What follows belongs to an exercise in optimizing a design on an open flow for small area, a short achievable clock period and few clock cycles; a production flow would make more cautious choices. Function was checked by simulation only, so behaviour that the tests miss may differ from the original.

==> inputs of 04-06 <==
Design policer_bank, start of the top module:
module policer_bank (
    input  wire        clk,
    input  wire        rst,
    input  wire        req_valid,
    output wire        req_ready,
    input  wire [1:0]  req_op,         
    input  wire [2:0]  req_idx,
    input  wire [31:0] req_time,
    input  wire [15:0] req_len,
    input  wire [1:0]  req_colour,
    input  wire        req_type,
    input  wire        req_aware,
    input  wire        req_red_act,
    input  wire [28:0] req_cir,
    input  wire [28:0] req_pir,
    input  wire [23:0] req_cbs,
    input  wire [23:0] req_ebs,
    output reg         rsp_valid,
    output reg         rsp_ok,
    output reg  [1:0]  rsp_colour,
    output reg         rsp_red_act,
    output reg         rsp_en,
    output reg         rsp_type,
    output reg         rsp_aware,
    output reg  [28:0] rsp_cir,
    output reg  [28:0] rsp_pir,
    output reg  [23:0] rsp_cbs,
    output reg  [23:0] rsp_ebs,
    output reg  [23:0] rsp_committed,
    output reg  [23:0] rsp_tokens,
    output reg  [31:0] rsp_green,
    output reg  [31:0] rsp_yellow,
    output reg  [31:0] rsp_red
);
clock: 24.0 ns
lec_check: 0
cap_margin: 20
core_margin: 2
core_utilization: 35
place_density: 0.55
slew_margin: 20
standard.sh (not shown) runs the stock make flow with config.mk's settings and CLKGATE_MAP_FILE= SYNTH_SCRIPT=/design/flow/synth_recipe.tcl, a recipe that flattens the netlist after the stock synthesis.
==> flow/flow/run.sh <==
#!/bin/bash
# The standard layout (the standard.sh: standard synthesis, ORFS from
# floorplan to finish), except that the input and output ports are
# buffered with sky130_fd_sc_hd__buf_2 instead of the buffer cell that
# buffer_ports picks by default. Make's output goes to standard.log; each
# ORFS step writes its own log under orfs/logs/.
set -euo pipefail
export BUFFER_PORTS_ARGS="-buffer_cell sky130_fd_sc_hd__buf_2"
bash standard.sh > standard.log 2>&1
==> inputs of 09-08, as changes to 04-06 <==
--- a/flow/design.v
+++ b/flow/design.v
@@ -4542,17 +4542,16 @@
     wire [49:0] e_qc = e_qcs + e_qcc;
     wire [49:0] e_qe = e_qes + e_qec;
     wire        e_cfg   = (e_op == OP_CONFIG);
     wire        e_type  = e_cfg ? e_pl[50] : p_type[e_idx];
     wire        e_aware = e_cfg ? e_pl[49] : p_aware[e_idx];
     wire        e_red   = e_cfg ? e_pl[48] : p_red_act[e_idx];
     wire [23:0] e_cbs   = e_cfg ? e_pl[47:24] : p_cbs[e_idx*24 +: 24];
     wire [23:0] e_ebs   = e_cfg ? e_pl[23:0]  : p_ebs[e_idx*24 +: 24];
-    wire [24:0] e_ce    = {1'b0, e_cbs} + {1'b0, e_ebs};      
     always @(posedge clk) begin
         for (i = 0; i < 8; i = i + 1) begin
             if (e_v && e_en && e_cfg && e_idx == i) begin
                 p_type[i]          <= e_pl[50];
                 p_aware[i]         <= e_pl[49];
                 p_red_act[i]       <= e_pl[48];
                 p_cbs[i*24 +: 24]  <= e_pl[47:24];
                 p_ebs[i*24 +: 24]  <= e_pl[23:0];
@@ -4561,34 +4560,32 @@
     end
     reg        f_v;
     reg [1:0]  f_op;
     reg [2:0]  f_idx;
     reg        f_en;
     reg [57:0] f_pl;
     reg        f_type, f_aware, f_red;
     reg [23:0] f_cbs, f_ebs;
-    reg [24:0] f_ce;
     reg [41:0] f_qc;               
     reg [41:0] f_qt;               
     reg [17:0] f_qe;               
     reg [9:0]  f_plc, f_ple;
     reg        f_satc, f_sate;
     always @(posedge clk) begin
         f_v     <= e_v & ~rst;
         f_op    <= e_op;
         f_idx   <= e_idx;
         f_en    <= e_en;
         f_pl    <= e_pl;
         f_type  <= e_type;
         f_aware <= e_aware;
         f_red   <= e_red;
         f_cbs   <= e_cbs;
         f_ebs   <= e_ebs;
-        f_ce    <= e_ce;
         f_qc    <= e_qc[46:5];
         f_qt    <= e_type ? e_qe[46:5] : e_qc[46:5];
         f_qe    <= e_qe[22:5];
         f_plc   <= e_plc;
         f_ple   <= e_ple;
         f_satc  <= e_satc;
         f_sate  <= e_sate;
     end
@@ -4601,66 +4598,56 @@
     wire [17:0] f_re = {f_ple, 8'd0} - (f_q18e << 16) + (f_q18e << 14) + (f_q18e << 11) +
                        (f_q18e << 8) - (f_q18e << 5) + (f_q18e << 2) + f_q18e;
     wire        f_cinc = !f_rc[17];
     wire        f_cine = !f_re[17];
     wire [44:0] f_qc45 = {3'd0, f_qc};
     wire [44:0] f_qt45 = {3'd0, f_qt};
     wire [28:0] f_ncbs = ~{5'd0, f_cbs};
     wire [28:0] f_nebs = ~{5'd0, f_ebs};
-    wire [28:0] f_nce  = ~{4'd0, f_ce};
     wire [44:0] f_ks   = f_qc45 + {45{1'b1}};                               
     wire [44:0] f_kov  = f_qc45 + {f_ncbs, 16'hFFFE};                       
     wire [44:0] f_kt   = f_qt45 + (f_type ? {45{1'b1}} : {f_ncbs, 16'hFFFF});
-    wire [44:0] f_kts  = f_qt45 + (f_type ? {f_nebs, 16'hFFFE} : {f_nce, 16'hFFFE});    
-    wire [24:0] f_kcb  = {1'b0, f_cbs} - {9'd0, f_len};                     
-    wire [24:0] f_keb  = {1'b0, f_ebs} - {9'd0, f_len};                     
+    wire [44:0] f_kts  = f_qt45 + (f_type ? {f_nebs, 16'hFFFE} : {f_ncbs, 16'hFFFF}) +
+                         (f_type ? 45'd0 : {f_nebs, 16'hFFFF});                          
     reg        g_v;
     reg [1:0]  g_op;
     reg [2:0]  g_idx;
     reg        g_en;
     reg [57:0] g_pl;
     reg        g_type, g_aware, g_red;
     reg [23:0] g_cbs, g_ebs;
     reg [44:0] g_ks, g_kov, g_kt, g_kts;
-    reg [23:0] g_kcb, g_keb;       
-    reg        g_kcbge, g_kebge;   
     reg        g_cinc, g_cint, g_satc, g_satt;
     reg        g_ca0, g_ca1, g_m1, g_cr2;    
     reg [39:0] g_tc, g_te;
     reg [39:0] g_x;            
     reg        k_wr;
     reg [2:0]  k_idx;
     wire [39:0] k_tc_new, k_te_new;
     reg        h_wr, h_cfg;
     reg [2:0]  h_idx;
-    reg [39:0] h_tc, h_te;
     wire        f_fwdk = k_wr && (k_idx == f_idx);
-    wire        f_fwdh = h_wr && (h_idx == f_idx);
-    wire [39:0] f_tc   = f_fwdh ? h_tc : p_tc[f_idx*40 +: 40];
-    wire [39:0] f_te   = f_fwdh ? h_te : p_te[f_idx*40 +: 40];
+    wire [39:0] f_tc   = p_tc[f_idx*40 +: 40];
+    wire [39:0] f_te   = p_te[f_idx*40 +: 40];
     always @(posedge clk) begin
         g_v     <= f_v & ~rst;
         g_op    <= f_op;
         g_idx   <= f_idx;
         g_en    <= f_en;
         g_pl    <= f_pl;
         g_type  <= f_type;
         g_aware <= f_aware;
         g_red   <= f_red;
         g_cbs   <= f_cbs;
         g_ebs   <= f_ebs;
         g_ks    <= f_ks;
         g_kov   <= f_kov;
         g_kt    <= f_kt;
         g_kts   <= f_kts;
-        g_kcb   <= f_kcb[23:0];
-        g_keb   <= f_keb[23:0];
-        g_kcbge <= !f_kcb[24];
-        g_kebge <= !f_keb[24];
         g_cinc  <= f_cinc;
         g_cint  <= f_type ? f_cine : f_cinc;
         g_satc  <= f_satc;
         g_satt  <= f_type ? f_sate : f_satc;
         g_ca0   <= !f_aware || f_col == 2'd0;
         g_ca1   <= !f_aware || f_col <= 2'd1;
         g_m1    <= !(f_aware && (f_col == 2'd1 || f_col == 2'd2));
         g_cr2   <= f_aware && f_col == 2'd2;
@@ -4676,36 +4663,31 @@
     wire [44:0] g_t    = g_te45 + g_x45 + g_kt  + {44'd0, g_cint};   
     wire [44:0] g_ts   = g_te45 + g_x45 + g_kts + {44'd0, g_cint};   
     reg        k_v;
     reg [1:0]  k_op;
     reg        k_en;
     reg [57:0] k_pl;
     reg        k_type, k_aware, k_red;
     reg [23:0] k_cbs, k_ebs;
-    reg [23:0] k_kcb, k_keb;
-    reg        k_kcbge, k_kebge, k_satc, k_satt;
+    reg        k_satc, k_satt;
     reg        k_ca0, k_ca1, k_m1, k_cr2;
     reg        k_ovs, k_ts;       
     reg [39:0] k_s, k_t, k_te;
     always @(posedge clk) begin
         k_v     <= g_v & ~rst;
         k_op    <= g_op;
         k_idx   <= g_idx;
         k_en    <= g_en;
         k_pl    <= g_pl;
         k_type  <= g_type;
         k_aware <= g_aware;
         k_red   <= g_red;
         k_cbs   <= g_cbs;
         k_ebs   <= g_ebs;
-        k_kcb   <= g_kcb;
-        k_keb   <= g_keb;
-        k_kcbge <= g_kcbge;
-        k_kebge <= g_kebge;
         k_satc  <= g_satc;
         k_satt  <= g_satt;
         k_ca0   <= g_ca0;
         k_ca1   <= g_ca1;
         k_m1    <= g_m1;
         k_cr2   <= g_cr2;
         k_ovs   <= g_ovs[44];
         k_ts    <= g_ts[44];
@@ -4723,18 +4705,22 @@
     wire [40:0] k_tb    = {1'b0, k_t}  - k_bb;
     wire [40:0] k_teb   = {1'b0, k_te} - k_bb;
     wire        k_sbs   = k_sb[40];
     wire        k_tbs   = k_tb[40];
     wire        k_tebs  = k_teb[40];
     wire        k_tsat  = k_satt || !k_ts;
     wire [39:0] k_cmax  = {k_cbs, 16'd0};
     wire [39:0] k_emax  = {k_ebs, 16'd0};
-    wire [39:0] k_cmb   = {k_kcb, 16'd0};            
-    wire [39:0] k_emb   = {k_keb, 16'd0};            
+    wire [24:0] k_kcb   = {1'b0, k_cbs} - {9'd0, k_pl[17:2]};    
+    wire [24:0] k_keb   = {1'b0, k_ebs} - {9'd0, k_pl[17:2]};    
+    wire        k_kcbge = !k_kcb[24];                            
+    wire        k_kebge = !k_keb[24];                            
+    wire [39:0] k_cmb   = {k_kcb[23:0], 16'd0};      
+    wire [39:0] k_emb   = {k_keb[23:0], 16'd0};      
     wire        k_usete = !k_type && !k_ov;          
     wire        k_lcge  = k_ov ? k_kcbge : !k_sbs;
     wire        k_lege  = k_usete ? !k_tebs : k_tsat ? k_kebge : !k_tbs;
     wire [39:0] k_lc  = k_ov ? k_cmax : k_s;
     wire [39:0] k_lcb = k_ov ? k_cmb  : k_sb[39:0];
     wire [39:0] k_le  = k_usete ? k_te  : k_tsat ? k_emax : k_t;
     wire [39:0] k_leb = k_usete ? k_teb[39:0] : k_tsat ? k_emb  : k_tb[39:0];
     wire        k_green = k_type ? (k_lcge && k_lege && k_m1) : (k_lcge && k_ca0);
@@ -4753,18 +4739,16 @@
     wire [31:0] k_gc = k_fwdh ? h_gc_new : p_green[k_idx*32 +: 32];
     wire [31:0] k_yc = k_fwdh ? h_yc_new : p_yellow[k_idx*32 +: 32];
     wire [31:0] k_rc = k_fwdh ? h_rc_new : p_red[k_idx*32 +: 32];
     wire        k_fwdh = h_wr && (h_idx == k_idx);
     always @(posedge clk) begin
         h_wr          <= k_wr && !rst;
         h_cfg         <= k_cfg;
         h_idx         <= k_idx;
-        h_tc          <= k_tc_new;
-        h_te          <= k_te_new;
         rsp_valid     <= k_v & ~rst;
         rsp_ok        <= k_cfg ? k_en : (k_op != 2'd3);
         rsp_colour    <= k_en ? k_out : k_col;
         rsp_red_act   <= k_en ? k_red : k_met;
         rsp_en        <= k_qen;
         rsp_type      <= k_qen & k_type;
         rsp_aware     <= k_qen & k_aware;
         rsp_cir       <= k_qen ? k_cir : 29'd0;
@@ -4781,19 +4765,21 @@
         h_rc          <= k_rc;
         h_col         <= k_out;
     end
     assign h_gc_new = h_cfg ? 32'd0 : (h_col == 2'd0 && h_gc != 32'hFFFFFFFF) ? h_gc + 32'd1 : h_gc;
     assign h_yc_new = h_cfg ? 32'd0 : (h_col == 2'd1 && h_yc != 32'hFFFFFFFF) ? h_yc + 32'd1 : h_yc;
     assign h_rc_new = h_cfg ? 32'd0 : (h_col == 2'd2 && h_rc != 32'hFFFFFFFF) ? h_rc + 32'd1 : h_rc;
     always @(posedge clk) begin
         for (i = 0; i < 8; i = i + 1) begin
+            if (k_wr && k_idx == i) begin
+                p_tc[i*40 +: 40]     <= k_tc_new;
+                p_te[i*40 +: 40]     <= k_te_new;
+            end
             if (h_wr && h_idx == i) begin
-                p_tc[i*40 +: 40]     <= h_tc;
-                p_te[i*40 +: 40]     <= h_te;
                 p_green[i*32 +: 32]  <= h_gc_new;
                 p_yellow[i*32 +: 32] <= h_yc_new;
                 p_red[i*32 +: 32]    <= h_rc_new;
             end
         end
     end
 endmodule
 `default_nettype wire
==> inputs of 04-14, as changes to 04-06 <==
--- a/flow/design.v
+++ b/flow/design.v
@@ -4606,61 +4606,51 @@
     wire [44:0] f_qt45 = {3'd0, f_qt};
     wire [28:0] f_ncbs = ~{5'd0, f_cbs};
     wire [28:0] f_nebs = ~{5'd0, f_ebs};
     wire [28:0] f_nce  = ~{4'd0, f_ce};
     wire [44:0] f_ks   = f_qc45 + {45{1'b1}};                               
     wire [44:0] f_kov  = f_qc45 + {f_ncbs, 16'hFFFE};                       
     wire [44:0] f_kt   = f_qt45 + (f_type ? {45{1'b1}} : {f_ncbs, 16'hFFFF});
     wire [44:0] f_kts  = f_qt45 + (f_type ? {f_nebs, 16'hFFFE} : {f_nce, 16'hFFFE});    
-    wire [24:0] f_kcb  = {1'b0, f_cbs} - {9'd0, f_len};                     
-    wire [24:0] f_keb  = {1'b0, f_ebs} - {9'd0, f_len};                     
     reg        g_v;
     reg [1:0]  g_op;
     reg [2:0]  g_idx;
     reg        g_en;
     reg [57:0] g_pl;
     reg        g_type, g_aware, g_red;
     reg [23:0] g_cbs, g_ebs;
     reg [44:0] g_ks, g_kov, g_kt, g_kts;
-    reg [23:0] g_kcb, g_keb;       
-    reg        g_kcbge, g_kebge;   
     reg        g_cinc, g_cint, g_satc, g_satt;
     reg        g_ca0, g_ca1, g_m1, g_cr2;    
     reg [39:0] g_tc, g_te;
     reg [39:0] g_x;            
     reg        k_wr;
     reg [2:0]  k_idx;
     wire [39:0] k_tc_new, k_te_new;
     reg        h_wr, h_cfg;
     reg [2:0]  h_idx;
-    reg [39:0] h_tc, h_te;
     wire        f_fwdk = k_wr && (k_idx == f_idx);
-    wire        f_fwdh = h_wr && (h_idx == f_idx);
-    wire [39:0] f_tc   = f_fwdh ? h_tc : p_tc[f_idx*40 +: 40];
-    wire [39:0] f_te   = f_fwdh ? h_te : p_te[f_idx*40 +: 40];
+    wire [39:0] f_tc   = p_tc[f_idx*40 +: 40];
+    wire [39:0] f_te   = p_te[f_idx*40 +: 40];
     always @(posedge clk) begin
         g_v     <= f_v & ~rst;
         g_op    <= f_op;
         g_idx   <= f_idx;
         g_en    <= f_en;
         g_pl    <= f_pl;
         g_type  <= f_type;
         g_aware <= f_aware;
         g_red   <= f_red;
         g_cbs   <= f_cbs;
         g_ebs   <= f_ebs;
         g_ks    <= f_ks;
         g_kov   <= f_kov;
         g_kt    <= f_kt;
         g_kts   <= f_kts;
-        g_kcb   <= f_kcb[23:0];
-        g_keb   <= f_keb[23:0];
-        g_kcbge <= !f_kcb[24];
-        g_kebge <= !f_keb[24];
         g_cinc  <= f_cinc;
         g_cint  <= f_type ? f_cine : f_cinc;
         g_satc  <= f_satc;
         g_satt  <= f_type ? f_sate : f_satc;
         g_ca0   <= !f_aware || f_col == 2'd0;
         g_ca1   <= !f_aware || f_col <= 2'd1;
         g_m1    <= !(f_aware && (f_col == 2'd1 || f_col == 2'd2));
         g_cr2   <= f_aware && f_col == 2'd2;
@@ -4676,36 +4666,31 @@
     wire [44:0] g_t    = g_te45 + g_x45 + g_kt  + {44'd0, g_cint};   
     wire [44:0] g_ts   = g_te45 + g_x45 + g_kts + {44'd0, g_cint};   
     reg        k_v;
     reg [1:0]  k_op;
     reg        k_en;
     reg [57:0] k_pl;
     reg        k_type, k_aware, k_red;
     reg [23:0] k_cbs, k_ebs;
-    reg [23:0] k_kcb, k_keb;
-    reg        k_kcbge, k_kebge, k_satc, k_satt;
+    reg        k_satc, k_satt;
     reg        k_ca0, k_ca1, k_m1, k_cr2;
     reg        k_ovs, k_ts;       
     reg [39:0] k_s, k_t, k_te;
     always @(posedge clk) begin
         k_v     <= g_v & ~rst;
         k_op    <= g_op;
         k_idx   <= g_idx;
         k_en    <= g_en;
         k_pl    <= g_pl;
         k_type  <= g_type;
         k_aware <= g_aware;
         k_red   <= g_red;
         k_cbs   <= g_cbs;
         k_ebs   <= g_ebs;
-        k_kcb   <= g_kcb;
-        k_keb   <= g_keb;
-        k_kcbge <= g_kcbge;
-        k_kebge <= g_kebge;
         k_satc  <= g_satc;
         k_satt  <= g_satt;
         k_ca0   <= g_ca0;
         k_ca1   <= g_ca1;
         k_m1    <= g_m1;
         k_cr2   <= g_cr2;
         k_ovs   <= g_ovs[44];
         k_ts    <= g_ts[44];
@@ -4723,18 +4708,22 @@
     wire [40:0] k_tb    = {1'b0, k_t}  - k_bb;
     wire [40:0] k_teb   = {1'b0, k_te} - k_bb;
     wire        k_sbs   = k_sb[40];
     wire        k_tbs   = k_tb[40];
     wire        k_tebs  = k_teb[40];
     wire        k_tsat  = k_satt || !k_ts;
     wire [39:0] k_cmax  = {k_cbs, 16'd0};
     wire [39:0] k_emax  = {k_ebs, 16'd0};
-    wire [39:0] k_cmb   = {k_kcb, 16'd0};            
-    wire [39:0] k_emb   = {k_keb, 16'd0};            
+    wire [24:0] k_kcb   = {1'b0, k_cbs} - {9'd0, k_pl[17:2]};    
+    wire [24:0] k_keb   = {1'b0, k_ebs} - {9'd0, k_pl[17:2]};    
+    wire        k_kcbge = !k_kcb[24];                            
+    wire        k_kebge = !k_keb[24];                            
+    wire [39:0] k_cmb   = {k_kcb[23:0], 16'd0};      
+    wire [39:0] k_emb   = {k_keb[23:0], 16'd0};      
     wire        k_usete = !k_type && !k_ov;          
     wire        k_lcge  = k_ov ? k_kcbge : !k_sbs;
     wire        k_lege  = k_usete ? !k_tebs : k_tsat ? k_kebge : !k_tbs;
     wire [39:0] k_lc  = k_ov ? k_cmax : k_s;
     wire [39:0] k_lcb = k_ov ? k_cmb  : k_sb[39:0];
     wire [39:0] k_le  = k_usete ? k_te  : k_tsat ? k_emax : k_t;
     wire [39:0] k_leb = k_usete ? k_teb[39:0] : k_tsat ? k_emb  : k_tb[39:0];
     wire        k_green = k_type ? (k_lcge && k_lege && k_m1) : (k_lcge && k_ca0);
@@ -4753,18 +4742,16 @@
     wire [31:0] k_gc = k_fwdh ? h_gc_new : p_green[k_idx*32 +: 32];
     wire [31:0] k_yc = k_fwdh ? h_yc_new : p_yellow[k_idx*32 +: 32];
     wire [31:0] k_rc = k_fwdh ? h_rc_new : p_red[k_idx*32 +: 32];
     wire        k_fwdh = h_wr && (h_idx == k_idx);
     always @(posedge clk) begin
         h_wr          <= k_wr && !rst;
         h_cfg         <= k_cfg;
         h_idx         <= k_idx;
-        h_tc          <= k_tc_new;
-        h_te          <= k_te_new;
         rsp_valid     <= k_v & ~rst;
         rsp_ok        <= k_cfg ? k_en : (k_op != 2'd3);
         rsp_colour    <= k_en ? k_out : k_col;
         rsp_red_act   <= k_en ? k_red : k_met;
         rsp_en        <= k_qen;
         rsp_type      <= k_qen & k_type;
         rsp_aware     <= k_qen & k_aware;
         rsp_cir       <= k_qen ? k_cir : 29'd0;
@@ -4781,19 +4768,21 @@
         h_rc          <= k_rc;
         h_col         <= k_out;
     end
     assign h_gc_new = h_cfg ? 32'd0 : (h_col == 2'd0 && h_gc != 32'hFFFFFFFF) ? h_gc + 32'd1 : h_gc;
     assign h_yc_new = h_cfg ? 32'd0 : (h_col == 2'd1 && h_yc != 32'hFFFFFFFF) ? h_yc + 32'd1 : h_yc;
     assign h_rc_new = h_cfg ? 32'd0 : (h_col == 2'd2 && h_rc != 32'hFFFFFFFF) ? h_rc + 32'd1 : h_rc;
     always @(posedge clk) begin
         for (i = 0; i < 8; i = i + 1) begin
+            if (k_wr && k_idx == i) begin
+                p_tc[i*40 +: 40]     <= k_tc_new;
+                p_te[i*40 +: 40]     <= k_te_new;
+            end
             if (h_wr && h_idx == i) begin
-                p_tc[i*40 +: 40]     <= h_tc;
-                p_te[i*40 +: 40]     <= h_te;
                 p_green[i*32 +: 32]  <= h_gc_new;
                 p_yellow[i*32 +: 32] <= h_yc_new;
                 p_red[i*32 +: 32]    <= h_rc_new;
             end
         end
     end
 endmodule
 `default_nettype wire
==> results.json <==
{
  "finalCritPeriodShare": 0.272,
  "status": "no timing/DRC/antenna violations",
  "start_util": 0.351,
  "ff2ff_path_depth": 25,
  "crit_family": "flip-flops",
  "rows": 307,
  "worstSetupPathType": "reg2out",
  "end_kind": "output pin",
  "yosys.area_share.simple": 0.0637
}
-- figures above: 04-14

==> results.json <==
{
  "yosys.area_share.simple": 0.0623,
  "finalCritPeriodShare": 0.288,
  "hold_path_depth": 0,
  "ff2ff_path_depth": 21,
  "crit_family": "compound AO/OA/AOI/OAI gates",
  "status": "no timing/DRC/antenna violations",
  "cp_num_buf_inv": 3,
  "rows": 310,
  "end_kind": "flip-flop"
}
-- figures above: 04-06

==> results.json <==
{
  "status": "no timing/DRC/antenna violations",
  "yosys.area_share.simple": 0.0634,
  "start_util": 0.351,
  "crit_family": "flip-flops",
  "ff2ff_path_depth": 22,
  "worstSetupPathType": "reg2out",
  "rows": 307
}
-- figures above: 09-08

Testbench counts of 04-06, summed over its fixed seeds: cycles 26,760.
Testbench counts of 09-08, summed over its fixed seeds: cycles 26,760.
Testbench counts of 04-14, summed over its fixed seeds: cycles 26,760.

[afterwards: timing with drivers on the ports]
How much do the figures lean on ideal ports? The routed layouts below were timed once more, with nothing changed but the port constraints. Step 1: set_driving_cell puts a clkbuf_16 on clk and a buf_2 on each other input, an assumption about the parent block. Step 2 moves the port delays by t, midway between the first and last clock arrival at a register: inputs arrive t later, outputs are due t later. That takes back most of the time a late clock gives input paths. Three values: ideal, step 1, step 2; two values: the first two.
run | t, ns | slack for setup (ns) | clock arrival spread, ns
04-06 | 1.183 | 17.081 / 17.081 / 17.081 | 0.107 / 0.107
09-08 | 1.196 | 17.358 / 17.229 / 17.778 | 0.176 / 0.177
04-14 | 1.201 | 17.466 / 17.325 / 17.502 | 0.098 / 0.098
After both steps every run listed still meets setup and hold.
